What follows belongs to an exercise in optimizing a design on an open flow for small area, a short achievable clock period and few clock cycles per item; a production flow would make more cautious choices.
Function not checked in this run: the RTL went through the layout flow alone.
Power figures rest on the tool's default switching activity, not on a simulated workload.

==> design/flow/design.v <==
module gate_fit (
    input  wire         clk,
    input  wire         rst,
    input  wire         in_valid,
    output wire         in_ready,
    input  wire [31:0]  n,
    input  wire [79:0]  t1,
    input  wire [111:0] t2,
    output reg          out_valid,
    output wire [63:0]  p,
    output wire [63:0]  a,
    output wire [63:0]  f
);
    reg        a_busy;           
    reg [5:0]  ca;               
    reg        b_busy;           
    reg [6:0]  cb;               
    wire a_done   = a_busy & (ca == 6'd59);
    wire b_free   = ~b_busy | (cb == 7'd65);
    wire handoff  = a_done & b_free;
    assign in_ready = ~a_busy | handoff;
    wire accept   = in_valid & in_ready;
    always @(posedge clk) begin
        if (rst) begin
            a_busy    <= 1'b0;
            ca        <= 6'd0;
            b_busy    <= 1'b0;
            cb        <= 7'd0;
            out_valid <= 1'b0;
        end else begin
            if (accept) begin
                a_busy <= 1'b1;
                ca     <= 6'd0;
            end else if (handoff) begin
                a_busy <= 1'b0;
            end else if (a_busy && !a_done) begin
                ca <= ca + 6'd1;
            end
            if (handoff) begin
                b_busy <= 1'b1;
                cb     <= 7'd0;
            end else if (b_busy) begin
                if (cb == 7'd65)
                    b_busy <= 1'b0;
                cb <= cb + 7'd1;
            end
            out_valid <= b_busy & (cb == 7'd64);
        end
    end
    reg [31:0]  n_fix;           
    reg [31:0]  n_rot;           
    reg [33:0]  n_bth;           
    reg         bth_prev;        
    reg         brw_m;           
    reg         brw_d;           
    reg [35:0]  acc0;            
    reg [33:0]  low0;
    reg [65:0]  acc1;            
    reg [31:0]  low1;
    reg [104:0] acc_m;           
    reg [104:0] t1sh;            
    reg [107:0] acc_x;           
    reg [115:0] xf;              
    wire [64:0]  e_val = {acc0[30:0], low0};
    wire [62:0]  c2    = e_val[64:1];
    wire [96:0]  d_val = {acc1[64:0], low1};
    wire bit_n   = n_rot[0];
    wire bit_nm  = bit_n ^ brw_m;            
    wire bit_d0  = n_rot[15];                
    wire bit_nd  = bit_d0 ^ brw_d;           
    wire b1 = n_bth[1], b0 = n_bth[0];
    wire bth_neg = b1 & ~(b0 & bth_prev);
    wire bth_two = (b1 & ~b0 & ~bth_prev) | (~b1 & b0 & bth_prev);
    wire bth_one = b0 ^ bth_prev;
    wire [35:0] nmul = bth_two ? {3'b0, n_fix, 1'b0} : (bth_one ? {4'b0, n_fix} : 36'd0);
    wire [35:0] acc0_sum = acc0 + (bth_neg ? ~nmul : nmul) + {35'd0, bth_neg};
    wire [65:0] acc1_sum = acc1 + (bit_nd ? {1'b0, e_val} : 66'd0);
    wire [104:0] m_op  = (ca == 6'd32) ? {acc_m[103:0], 1'b0} : ~(t1sh & {105{bit_nm}});
    wire         m_ci  = (ca != 6'd32);
    wire [104:0] acc_m_sum = acc_m + m_op + {104'd0, m_ci};
    wire [107:0] w_val = {1'b0, c2, 1'b0, c2[62:20]};
    wire [107:0] x_op  = (ca == 6'd32) ? w_val :
                         (ca == 6'd33) ? ~{3'b0, acc_m} :
                         {3'b0, t1sh & {105{bit_n}}};
    wire         x_ci  = (ca == 6'd33);
    wire [107:0] acc_x_sum = acc_x + x_op + {107'd0, x_ci};
    wire [115:0] xf_op  = (ca == 6'd58) ? {57'd0, acc_m[104:46]} : {xf[113:0], 2'b0};
    wire [115:0] xf_sum = xf + xf_op;
    always @(posedge clk) begin
        if (accept) begin
            n_fix    <= n;
            n_rot    <= n;
            n_bth    <= {2'b0, n};
            bth_prev <= 1'b0;
            brw_m    <= 1'b1;
            brw_d    <= 1'b1;
            acc0     <= {4'b0, n};
            acc1     <= 66'd0;
            acc_m    <= {t2[103:0], 1'b0};
            t1sh     <= {32'd0, t1[72:0]};
            acc_x    <= {35'd0, t1[72:0]};
        end else if (a_busy) begin
            if (ca < 6'd49)
                n_rot <= {n_rot[0], n_rot[31:1]};
            if (ca < 6'd17) begin
                n_bth    <= {2'b0, n_bth[33:2]};
                bth_prev <= n_bth[1];
                acc0     <= {{2{acc0_sum[35]}}, acc0_sum[35:2]};
                low0     <= {acc0_sum[1:0], low0[33:2]};
            end
            if (ca < 6'd32) begin
                brw_m <= brw_m & ~bit_n;
                t1sh  <= {t1sh[103:0], 1'b0};
            end
            if (ca < 6'd33)
                acc_m <= acc_m_sum;
            if (ca < 6'd34)
                acc_x <= acc_x_sum;
            if (ca >= 6'd17 && ca < 6'd49) begin
                brw_d <= brw_d & ~bit_d0;
                acc1  <= {1'b0, acc1_sum[65:1]};
                low1  <= {acc1_sum[0], low1[31:1]};
            end
            if (ca == 6'd49)
                xf <= {19'd0, d_val};
            else if (ca >= 6'd50 && ca < 6'd59)
                xf <= xf_sum;
        end
    end
    wire nlt2 = (n_fix[31:1] == 31'd0);
    wire mz   = (acc_m == 105'd0);
    reg        z_all;            
    reg        z_f;              
    reg        ovf;              
    reg [95:0]  dp;
    reg [96:0]  rp;
    reg [61:0]  lp;
    reg         qp;
    wire [96:0] sp  = {rp[95:0], lp[61]} + (qp ? ~{1'b0, dp} : {1'b0, dp}) + {96'd0, qp};
    wire        qp_raw = ~sp[96];
    reg [65:0]  da;
    reg [66:0]  ra;
    reg [63:0]  la;
    reg         qa;
    wire [66:0] sa  = {ra[65:0], la[63]} + (qa ? ~{1'b0, da} : {1'b0, da}) + {66'd0, qa};
    wire        qa_raw = ~sa[66];
    reg [105:0] df;
    reg [106:0] rf;
    reg [64:0]  lf;
    reg         qf;
    wire [106:0] sf = {rf[105:0], lf[64]} + (qf ? ~{1'b0, df} : {1'b0, df}) + {106'd0, qf};
    wire        qf_raw = ~sf[106];
    wire qp_bit = qp_raw & ~z_all;
    wire qa_bit = z_all ? (cb == 7'd0) : qa_raw;
    wire qf_bit = (qf_raw | (ovf & (cb != 7'd0))) & ~z_f;
    always @(posedge clk) begin
        if (handoff) begin
            z_all <= nlt2;
            z_f   <= nlt2 | mz;
            ovf   <= 1'b0;
            dp    <= d_val[95:0];
            rp    <= {32'd0, acc_m[104:40]};
            lp    <= {acc_m[39:0], 22'd0};
            qp    <= 1'b1;
            da    <= {e_val, 1'b0};
            ra    <= {2'b0, acc_x[107:43]};
            la    <= {acc_x[42:0], e_val[20:0]};
            qa    <= 1'b1;
            df    <= {acc_m, 1'b0};
            rf    <= {10'd0, xf[115:19]};
            lf    <= {xf[18:0], acc_m[45:0]};
            qf    <= 1'b1;
        end else if (b_busy) begin
            if (cb < 7'd62) begin
                rp <= sp;
                lp <= {lp[60:0], qp_bit};
                qp <= qp_raw;
            end else if (cb == 7'd62) begin
                lp <= {1'b0, lp[61:1]} + {61'd0, lp[0]};
            end
            if (cb < 7'd64) begin
                ra <= sa;
                la <= {la[62:0], qa_bit};
                qa <= qa_raw;
            end
            if (cb < 7'd65) begin
                rf <= sf;
                lf <= {lf[63:0], qf_bit};
                qf <= qf_raw;
                if (cb == 7'd0)
                    ovf <= qf_raw;
            end
        end
    end
    assign p = {2'b0, lp};
    assign a = {~la[63], la[62:0]};
    assign f = lf[63:0];
endmodule
==> design/flow/run.sh <==
#!/bin/bash
# synth_recipe.tcl (not shown) runs the flow's synth.tcl, then flattens the netlist and writes it again
# the make line also repeats each setting of config.mk as NAME=value (left out here)
make -C /OpenROAD-flow-scripts/flow DESIGN_CONFIG=/design/flow/config.mk WORK_HOME=/design/flow/orfs CLKGATE_MAP_FILE= SYNTH_SCRIPT=/design/flow/synth_recipe.tcl finish
==> design/flow/config.mk <==
export PLATFORM = sky130hd
export DESIGN_NAME = gate_fit
export DESIGN_NICKNAME = gate_fit
export VERILOG_FILES = /design/flow/design.v
export SDC_FILE = /design/flow/constraint.sdc
export NUM_CORES = 8
export LEC_CHECK = 0
export CAP_MARGIN = 20
export CORE_MARGIN = 2
export CORE_UTILIZATION = 50
export PLACE_DENSITY = 0.65
export SLEW_MARGIN = 20
==> design/flow/constraint.sdc <==
create_clock -name core_clock -period 10.0 [get_ports {clk}]
set_input_delay 2.0000 -clock core_clock [delete_from_list [all_inputs] [get_ports {clk}]]
set_output_delay 2.0000 -clock core_clock [all_outputs]
set_load 0.01 [all_outputs]
==> run summary <==
## per-stage QoR
stage          std cells  setup WS, ps
4_1_cts            14474          2340
3_3_place_gp       14168          2400
3_5_place_dp       14169          2370
5_1_grt            14479          1910
6_report           14491          2180
2_1_floorplan      11708          4090
## cells by family (layout without fill, tap and decap cells)
logic type	after synthesis	after routing	synth area share
and+or+nand+nor	3779	3779	0.164
buffers and inverters	1018	1096	0.0418
muxes	73	73	0.00781
AOI/OAI and AO/OA	3683	3683	0.216
DFF	1445	1445	0.399
other	1	19	0.0000363
xor gates and xnor gates	994	994	0.0843
adders and majority gates	714	714	0.0872
## critical path: stages (launching register included)
cell,delay (ps)
sky130_fd_sc_hd__dfxtp_1,330
sky130_fd_sc_hd__inv_1,140
sky130_fd_sc_hd__ha_1,270
sky130_fd_sc_hd__nand2_1,200
sky130_fd_sc_hd__nor2_1,220
sky130_fd_sc_hd__nand2_4,530
sky130_fd_sc_hd__nand2_4,790
sky130_fd_sc_hd__a21oi_1,80
sky130_fd_sc_hd__a211oi_1,750
sky130_fd_sc_hd__ha_1,470
sky130_fd_sc_hd__a21o_1,210
sky130_fd_sc_hd__o21bai_1,180
sky130_fd_sc_hd__a2111oi_0,500
sky130_fd_sc_hd__o21ai_0,160
sky130_fd_sc_hd__a31oi_1,520
sky130_fd_sc_hd__o221a_2,430
sky130_fd_sc_hd__nor2_1,130
sky130_fd_sc_hd__nor2_1,230
sky130_fd_sc_hd__o31ai_1,140
sky130_fd_sc_hd__a21oi_1,380
sky130_fd_sc_hd__o21ai_0,230
sky130_fd_sc_hd__a211oi_1,290
sky130_fd_sc_hd__xor2_1,160
sky130_fd_sc_hd__o21ai_0,80
## power by group through the flow
stage,clock network (mW),registers (mW),logic [mW]
after floorplan,0,7.65,5.88
after global placement,0,8.09,8.28
after detailed placement,0,8.10,8.34
after CTS,6.50,7.98,8.40
after global routing,6.71,8.02,9.32
final,6.45,8.02,8.60
## placed cells by master (no fill, tap or decap), types with 169 or more instances in the layout
master and count:
sky130_fd_sc_hd__ha_1 703, sky130_fd_sc_hd__a31oi_1 186, sky130_fd_sc_hd__dfxtp_1 218, sky130_fd_sc_hd__o21ai_0 868, sky130_fd_sc_hd__clkbuf_16 169, sky130_fd_sc_hd__nand4_1 265, sky130_fd_sc_hd__xnor2_1 418, sky130_fd_sc_hd__nor2_1 876
sky130_fd_sc_hd__nand2_1 1731, sky130_fd_sc_hd__edfxtp_1 1224, sky130_fd_sc_hd__xor2_1 575, sky130_fd_sc_hd__inv_1 215, sky130_fd_sc_hd__a21oi_1 1314, sky130_fd_sc_hd__a21o_1 473, sky130_fd_sc_hd__clkdlybuf4s50_1 403
## per-layer routing
metal  part of all wire  wire length [um]  vias up
met4              0.058             23100       14
li1                   -                 -    42341
met2               0.44            173000     4143
met1               0.42            166000    44255
met5            0.00074               294        -
met3              0.086             34000      787
## how the worst max path moves through the flow
stage	end	cells after the start	from	slack (ps)
2_1_floorplan	da[10]	10	ca[2]	4090
3_3_place_gp	acc_m[104]	23	ca[1]	2400
3_5_place_dp	acc_m[104]	23	ca[1]	2370
4_1_cts	acc_m[104]	23	ca[1]	2340
5_1_grt	acc_m[102]	23	ca[1]	1910
6_report	acc_x[61]	23	ca[0]	2180
## Yosys cell counts (all sizes together) (21+ instances only)
cell | count | area [um2]
xnor2 | 419 | 3670
o21a | 81 | 608
clkbuf | 597 | 2240
o31ai | 57 | 453
nor4 | 61 | 382
and3 | 95 | 594
a211oi | 160 | 1210
a21oi | 1317 | 6600
a22o | 36 | 315
nand3 | 161 | 811
edfxtp | 1224 | 36800
or3 | 36 | 225
o21bai | 167 | 1250
a21o | 473 | 3550
a211o | 21 | 184
ha | 704 | 8810
inv | 222 | 833
nor3 | 104 | 531
nor2b | 144 | 901
nand2 | 1741 | 6540
a221oi | 29 | 254
mux2 | 61 | 687
a31oi | 187 | 1180
buf | 197 | 1240
xor2 | 575 | 5040
nor2 | 880 | 3310
nand4 | 265 | 1660
a21boi | 41 | 308
nand2b | 79 | 494
dfxtp | 221 | 4420
and2 | 117 | 732
o211ai | 26 | 195
o21ai | 896 | 4490
and4 | 23 | 201
## registers in the layout, summed over array words and instances (netlist names), 62 cells and up
register,flops
xf,116
acc_m,105
dp,96
df,105
rf,106
la,64
ra,66
acc1,65
lp,62
acc_x,108
da,65
lf,65
t1sh,105
rp,96
## layout make-up
type	count	area (um2)	share of cell area
multi-input cells	9245	58000	0.507
well taps	2688	3360	0.0294
flip-flops and latches	1445	41200	0.360
clock buffers	208	4450	0.0389
repair buffers	567	5350	0.0467
clock inverters	97	1190	0.0104
diodes	17	42.5	0.000372
inverters	224	861	0.00752
==> run summary <==
The flow ran to the end and the layout has no timing, DRC or antenna violations. Clock tree synthesis selected as its root buffer the cell sky130_fd_sc_hd__clkbuf_16. Once detail routing completed, the nets flagged for antenna violations numbered 0. The floorplan step defined a core boundary enclosing 205000 um2. The path with the worst hold slack has its endpoint at rf[103]. Met2 usage in global routing: 0.559. The busiest layer in global routing was met2.

The tools report the sequential-to-total area share from yosys stat as 0.399. The largest net degree at the start of global routing is 157. The total power draw came out at 23.1 mW. TritonCTS built the clock tree.

The part of the power in combinational logic was 0.373; the post-detailed-placement half-perimeter wirelength was 305 mm. Max-cap violations in this run came to 0. The net count of the finished layout is 12592.

The tools report the kind of capture point of the worst setup path as a flip-flop. The maximum root-to-sink buffer count is 3, and the data arrival time at the worst-slack endpoint is 8350 ps. The proportion of power drawn by flip-flops and latches is 0.348. Prevailing post-synth register cell: sky130_fd_sc_hd__edfxtp_1. STA classifies the critical path startpoint as a flip-flop.

In this run the critical register-to-register path is launched from ca[0]. The finished cells cover 114000 um2. The warning count from the yosys run was 1.

The share of cells above drive strength 1 came out at 0.0495. The worst setup path is of the flip-flop to flip-flop kind. The run gives 0 as the post-cts hold buffer count. The detail-routed net length per standard cell was 27.4 um; the slew at the pin closest to its max-slew limit was 1170 ps.

The run gives 0.558 as the core occupancy in the finished layout. In the routed design, unresolved DRC markers number 0. The number of search-and-repair iterations in the first detailed-routing pass came out at 6. Counting the fill cells in the layout gives 18555.

The tools report the global-route usage over all layers as 0.366. Of all nets on the critical path, the largest fanout is 89. The shortest period the worst path allows came out at 7820 ps.

The tools report the met3 track demand over resource in global routing as 0.0582. The full die area was 210000 um2; the number of rows created at floorplan was 166. From bottom edge to top edge, the die measures 459 um. The tools report the number of global-route vias before repair as 86319.

The worst register-to-register path has a setup slack of 2180 ps. The path class of the tightest hold or removal check is flip-flop to flip-flop. The share of the clock period used by the worst path after layout came out at 0.782.

The number of H-tree levels was 4; the number of enable flip-flop cells after synthesis was 1224. In this run, the number of DRC markers left after iteration 0 of detailed routing was 11490. The analysis attributes to cell leakage a power of 45.9 nW. For the worst flop-to-flop path, the logic depth is 23.

The clock-pin slew on the worst setup and hold paths was 60 ps. Summed over all failing endpoints, the final setup total negative slack is 0 ps. The maximum operating frequency was 128 MHz; the final count of pins violating max slew was 0. At the later pin of the worst-skew pair, clock insertion delay measures 850 ps. The synthesis-to-finish area growth was 10.7%; the number of clock buffers inserted by TritonCTS was 168. Setup repair after global routing left no endpoint under its margin. Once placement finished, the instance area stood at 109000 um2. Internal power comes to 14.2 mW. The logs give 42.6 ps for the clock tree skew after final layout and 54 for the initial antenna violation count. For the count of mapped cells out of synthesis, the log shows 11707.

Switching power as a share of total power: 0.386. The run gives 0.502 as the met1 demand-to-capacity share in global routing. Buffers added to address setup during post-CTS repair amount to 0. Across all hold checks on the routed design, the worst slack comes to 463 ps. The endpoint of the worst register-to-register path is acc_x[61]. For this block, the routed nets add up to 397 mm of wire.

The tools report the number of failing hold endpoints at the final stage as 0. The run gives 574 mm as the first-pass GRT wire length. The worst slew margin relative to its limit is 0.220.

The share of synthesized registers carrying an async set or reset came out at 0. A synthesized cell averages 8.83 um2. The clock power share is 0.280. Counting every sink on the clock net gives 1445.

The worst hold path begins at rf[103]. The number of setup violations in the final report is 0, and the number of port buffers is 403. In this run the horizontal extent of the chip is 459 um. The last weighted congestion value of the routability-driven placer is 0.996, and the post-cts resize count is 0. The number of synthesized register bits was 1445; the required time at the worst-slack endpoint was 10530 ps.

The tools report the total congestion overflow as 0. IR analysis of the VDD net gives a maximum drop of 0.245 mV. For this design the ratio of total power to cell area is 202 nW/um2. Effective utilization at floorplan: 0.504. Detailed-route vias per instance: 6.32.

In this run the count of I/O pins placed on the die edge is 421. The routed layout has 91540 vias. In this run the cell area of the synthesized design comes to 103000 um2. The power spent charging and discharging nets is 8.90 mW. The post-synthesis cell type count is 98, and the hold-critical path depth is 2.

re-timing with driven ports:
How much do the figures lean on ideal ports? The routed layout below was timed once more, with nothing changed but the port constraints. Step 1 (the two cells are an assumption about what drives the block):
set clk [get_ports {clk}]
set_driving_cell -lib_cell sky130_fd_sc_hd__clkbuf_16 $clk
set_driving_cell -lib_cell sky130_fd_sc_hd__buf_2 [delete_from_list [all_inputs] $clk]
Step 2 adds t to the input delays and takes it off the output delays; t is the mean of the earliest and latest rising clock arrival at the registers after step 1. Input paths then give back, and output paths get back, about the clock's delay inside the block. a / b / c = ideal / step 1 / step 2; a / b = the first two.
shift t [ns]: 0.918
setup WS [ns]: 2.183 / 2.183 / 2.183
latest minus earliest clock arrival (ns): 0.043 / 0.043
worst register clock-pin slew, ns: 0.08 / 0.08
worst data-port slew with drivers (ns): 0.17
After both steps this run still meets setup and hold. For this run, drivers alone change the setup slack by 0.000 ns; drivers and shift together by 0.000 ns.
